Background: an optimization exercise with open tools, aiming at small area and few clock cycles per item. Do not read the settings as production practice.
The RTL was checked by simulation tests, not by an equivalence proof against the original design.

## run A
## pix_corr
module pix_corr (
    input  wire        clk,
    input  wire        rst,
    input  wire        in_valid,
    output wire        in_ready,
    input  wire [17:0] in_pix,
    input  wire [2:0]  in_bcode,
    input  wire [17:0] in_offset,
    input  wire [17:0] in_gain,
    input  wire [17:0] in_ratio,
    input  wire [17:0] in_drift,
    input  wire [2:0]  in_wcode,
    output wire        out_valid,
    input  wire        out_ready,
    output wire [17:0] out_data,
    output wire        out_sat_lo,
    output wire        out_sat_hi
);
Settings: LEC_CHECK=0, ABC_AREA=1, CAP_MARGIN=20, CORE_MARGIN=2, CORE_UTILIZATION=40, SLEW_MARGIN=20, SYNTH_HIERARCHICAL=1, SYNTH_MINIMUM_KEEP_SIZE=0; clock period 10.0 ns.
standard.sh (not shown) runs the stock make flow with config.mk's settings and CLKGATE_MAP_FILE= SYNTH_SCRIPT=/design/flow/synth_recipe.tcl, a recipe that flattens the netlist after the stock synthesis.
==> flow/flow/run.sh <==
#!/bin/bash
# The standard layout (the standard.sh, unchanged synthesis and steps), with one
# difference: the port buffers that global placement inserts on every input and output
# are sky130_fd_sc_hd__buf_1 instead of the resizer's default pick.
set -euo pipefail
export BUFFER_PORTS_ARGS="-buffer_cell sky130_fd_sc_hd__buf_1"
bash standard.sh > standard.log 2>&1
Run A ran to completion and came out clean on the timing, DRC and antenna checks.
Testbench counts of run A, summed over its fixed seeds: cycles 16,016, items 16,000.
The inputs of run B differ from those of run A as listed below.
- CORE_UTILIZATION changed from 40 to 55
Of the two values seen for highest-delay cell along the critical path, sky130_fd_sc_hd__edfxtp_1 was produced by run B and sky130_fd_sc_hd__fa_1 by run A. Comparing area overhead of the layout relative to synthesis for run B and run A, the smaller number came from run B. Run B vs. run A: count of vias placed by the detailed router climbed 759, die area dropped about 27%.
Changes in run C relative to run B:
- swapping 55 for 40 in CORE_UTILIZATION
- swapping 20 for 0 in CAP_MARGIN
- swapping 20 for 0 in SLEW_MARGIN
Results
Per the comparison of run C with run B, wire length after detailed routing -6600 um. Compared with run B, in run C total I/O pin count neither gained nor lost much, count of routing violations after the opening detailed-route iteration -82, clock skew lower. Comparing run C and run B, the lower critical path depth is on run B.
Input-level comparison between run D and run C:
- SLEW_MARGIN changed from 0 to 20
- GPL_TIMING_DRIVEN newly set to 0
- CAP_MARGIN changed from 0 to 20
Notes after the runs:
Run D ran to completion and came out clean on the timing, DRC and antenna checks. Run C reached the final stage; the timing, DRC and antenna checks on its layout passed. In the tables for run C and run D, sum of buffers and inverters on the critical path reads lower with run C. The setup slack of run D falls short of that of run C by 0.12 ns. Run C → run D: area added between synthesis and finish saw an increase, layout buffer count excluding clock buffers went up by 50%, clock period minus final worst setup slack higher. Count of TritonRoute iterations in the first routing pass: run D > run C. Number of clock-tree buffers in the layout, run C and run D: larger value in run C.
[inputs] run E vs run D
- GPL_TIMING_DRIVEN: 0 -> unset
- CTS_BUF_LIST: unset -> sky130_fd_sc_hd__clkbuf_8
Results
- Run D → run E: final cell area excluding filler cells dropped 1.7%, non-clock buffer count dropped about 32%, count of buffers added by post-CTS timing repair for setup dropped 6.
- The more densely filled core belongs to run D, not run E.
- Run E vs. run D: final critical-path required period now sits lower; wire length -4200 um.

Setup of try-pepper:
Another version of the RTL of pix_corr (not shown whole).
Size in the first run: about 3600 cells after synthesis, about 120 flip-flops, about 120 I/O pins, about 34000 sq um of cells after synthesis.
## pix_corr
module pix_corr (
    input  wire        clk,
    input  wire        rst,
    input  wire        in_valid,
    output wire        in_ready,
    input  wire [17:0] in_pix,
    input  wire [2:0]  in_bcode,
    input  wire [17:0] in_offset,
    input  wire [17:0] in_gain,
    input  wire [17:0] in_ratio,
    input  wire [17:0] in_drift,
    input  wire [2:0]  in_wcode,
    output wire        out_valid,
    input  wire        out_ready,
    output wire [17:0] out_data,
    output wire        out_sat_lo,
    output wire        out_sat_hi
);
    wire lo_n, hi_n;
    wire [17:0] y_n;
    wire bn1;
    wire bo2;
    wire bt3;
    wire bn4;
    wire bo5;
    wire bt6;
    wire bn7;
    wire bo8;
    wire bt9;
    wire bn10;
    wire bo11;
    wire bt12;
    wire bn13;
    wire bo14;
    wire bt15;
    wire bn16;
    wire bo17;
    wire bt18;
    wire bn19;
    wire bo20;
    wire bt21;
    wire bn22;
    wire bo23;
    wire bt24;
    wire bn25;
    wire bo26;
    wire bt27;
    wire p28;
    wire p29;
    wire p30;
    wire p31;
    wire p32;
    wire p33;
    wire p34;
    wire p35;
    wire p36;
    wire p37;
    wire p38;
    wire p39;
    wire p40;
    wire p41;
    wire p42;
    wire p43;
    wire p44;
    wire p45;
    wire p46;
    wire q47;
    wire p48;
    wire p49;
    wire p50;
    wire p51;
    wire p52;
    wire p53;
    wire p54;
    wire p55;
    wire p56;
    wire p57;
    wire p58;
    wire p59;
    wire p60;
    wire p61;
    wire p62;
    wire p63;
    wire p64;
    wire p65;
    wire p66;
    wire q67;
    wire p68;
    wire p69;
    wire p70;
    wire p71;
    wire p72;
    wire p73;
    wire p74;
    wire p75;
    wire p76;
    wire p77;
    wire p78;
    wire p79;
    wire p80;
    wire p81;
    wire p82;
    wire p83;
    wire p84;
    wire p85;
    wire p86;
    wire q87;
    wire p88;
    wire p89;
    wire p90;
    wire p91;
    wire p92;
    wire p93;
    wire p94;
    wire p95;
    wire p96;
    wire p97;
    wire p98;
    wire p99;
    wire p100;
    wire p101;
    wire p102;
    wire p103;
    wire p104;
    wire p105;
    wire p106;
    wire q107;
    wire p108;
    wire p109;
    wire p110;
    wire p111;
    wire p112;
    wire p113;
    wire p114;
    wire p115;
    wire p116;
  ...
export LEC_CHECK = 0
export ABC_AREA = 1
export CAP_MARGIN = 20
export CORE_MARGIN = 2
export CORE_UTILIZATION = 40
export SLEW_MARGIN = 20
export SYNTH_HIERARCHICAL = 1
export SYNTH_MINIMUM_KEEP_SIZE = 0
create_clock -name core_clock -period 10.0 [get_ports {clk}]
run.sh (not shown) runs the stock make flow with config.mk's settings and CLKGATE_MAP_FILE= SYNTH_SCRIPT=/design/flow/synth_recipe.tcl, a recipe that flattens the netlist after the stock synthesis.
Stock flow here: none of the scripts above is used.
Every stage of the flow completed for try-pepper, and the final layout passed the timing, DRC and antenna checks.
Testbench counts of try-pepper, summed over its fixed seeds: cycles 16,016, items 16,000.
diff inputs: try-pepper => try-xenon
Settings: SLEW_MARGIN: 20 -> 5; CAP_MARGIN: 20 -> 5; CTS_BUF_LIST: unset -> sky130_fd_sc_hd__clkbuf_4 sky130_fd_sc_hd__clkbuf_8.
==> comparison <==
The total global-route track usage on try-pepper is in line with that on try-xenon.
Diff try-pepper -> try-xenon: critical path depth increased by 20% relative to the old numbers, cell area higher, wire length rose 1.9 mm.
Delta (try-xenon minus try-pepper): final setup slack of the worst path down 0.023 ns, layout-stage area growth over the synthesis result up 2.2 points, register-to-register slack down 0.06 ns.
Summary — via count, try-xenon relative to try-pepper: higher, by 1.5%.
Looking at fraction of final layout cells sized beyond drive strength 1, try-xenon sits 3.2 points higher than try-pepper does.
Compared with try-pepper, try-xenon shows clock latency at the later pin of the worst-skew pair higher by 0.07 ns.
Setup changes, try-xenon to try-indigo
Settings: swapping 5 for 20 in CAP_MARGIN; swapping 5 for 20 in SLEW_MARGIN; clearing CTS_BUF_LIST, which used to be sky130_fd_sc_hd__clkbuf_4 sky130_fd_sc_hd__clkbuf_8.
==> flow/flow/run.sh (new file) <==
#!/bin/bash
# The standard layout (the standard.sh, unchanged synthesis and steps), with one
# difference: the port buffers that global placement inserts on every input and output
# are sky130_fd_sc_hd__buf_1 instead of the resizer's default pick.
set -euo pipefail
export BUFFER_PORTS_ARGS="-buffer_cell sky130_fd_sc_hd__buf_1"
bash standard.sh > standard.log 2>&1
==> flow/standard.sh (new file) <==
#!/bin/bash
# synth_recipe.tcl (not shown) runs the flow's synth.tcl, then flattens the netlist and writes it again
# the make line also repeats each setting of config.mk as NAME=value (left out here)
make -C /OpenROAD-flow-scripts/flow DESIGN_CONFIG=/design/flow/config.mk WORK_HOME=/design/flow/orfs CLKGATE_MAP_FILE= SYNTH_SCRIPT=/design/flow/synth_recipe.tcl "${@:-finish}"
removed: flow/run.sh
## What came out
- Against try-xenon, try-indigo comes in 86 lower on final cell count.
- Summary — cell area, try-indigo relative to try-xenon: lower, by about 5%.
- try-indigo has worst slack after detailed placement above what try-xenon had.

Setup of run a:
Another version of the RTL of pix_corr (not shown whole).
Size in the first run: about 3,800 cells after synthesis, about 120 flip-flops, ~120 I/O pins.
make LEC_CHECK=0 ABC_AREA=1 CAP_MARGIN=20 CORE_MARGIN=2 CORE_UTILIZATION=60 SLEW_MARGIN=20 SYNTH_HIERARCHICAL=1 SYNTH_MINIMUM_KEEP_SIZE=0 finish   # period 10.0 ns
Stock flow here: none of the scripts above is used.
Run a: full flow OK, the timing, DRC and antenna checks passed
Testbench counts of run a, summed over its fixed seeds: cycles 16,016, items 16,000.
> inputs changed (run a -> run b)
- changing CORE_UTILIZATION from 60 to 40
Findings:
- Run b ends up with higher post-route standard cell area excluding fillers than run a does.
- Compared to run a, run b has count of placed standard cells including taps 9.0% higher.
- For run b, the critical path capture point was out_data[1], unlike run a, where it was out_data[3].

## separate check: timing with driven ports
No port has a modelled driver above. Below, the same layouts with a new extraction and two added sets of constraints.
Step 1, drivers: a clkbuf_16 drives clk and a buf_2 each remaining input, both assumed.
Step 2 moves the port delays by t, midway between the first and last clock arrival at a register: inputs arrive t later, outputs are due t later. That takes back most of the time a late clock gives input paths.
Three values: ideal, step 1, step 2; two values: the first two.
run	t (ns)	setup slack, ns	worst setup path after step 2	latest minus earliest clock arrival (ns)	slew at the worst register clock pin (ns)
run A of note 1	0.554	0.415 / 0.348 / 0.180	input to register	0.010 / 0.010	0.07 / 0.07
run B of note 1	0.552	0.177 / 0.115 / 0.273	input to register	0.027 / 0.027	0.09 / 0.09
run C of note 1	0.552	0.429 / 0.364 / 0.189	input to register	0.010 / 0.011	0.07 / 0.07
run D of note 1	0.550	0.310 / 0.247 / 0.144	input to register	0.013 / 0.013	0.07 / 0.07
run E of note 1	0.618	0.397 / 0.336 / 0.180	input to register	0.015 / 0.016	0.10 / 0.10
try-pepper	0.548	0.331 / 0.267 / 0.473	input to register	0.014 / 0.015	0.07 / 0.07
try-xenon	0.609	0.307 / 0.252 / 0.497	input to register	0.023 / 0.022	0.09 / 0.09
try-indigo	0.549	0.430 / 0.363 / 0.753	input to register	0.014 / 0.014	0.07 / 0.07
run a of note 3	0.505	0.362 / 0.304 / 0.088	input to register	0.019 / 0.018	0.07 / 0.07
run b of note 3	0.536	0.391 / 0.336 / 0.098	input to register	0.007 / 0.007	0.06 / 0.06
After both steps every run listed still meets setup and hold. For run b of note 3, which loses most, drivers alone change the setup slack by -0.055 ns; drivers and shift together by -0.293 ns.
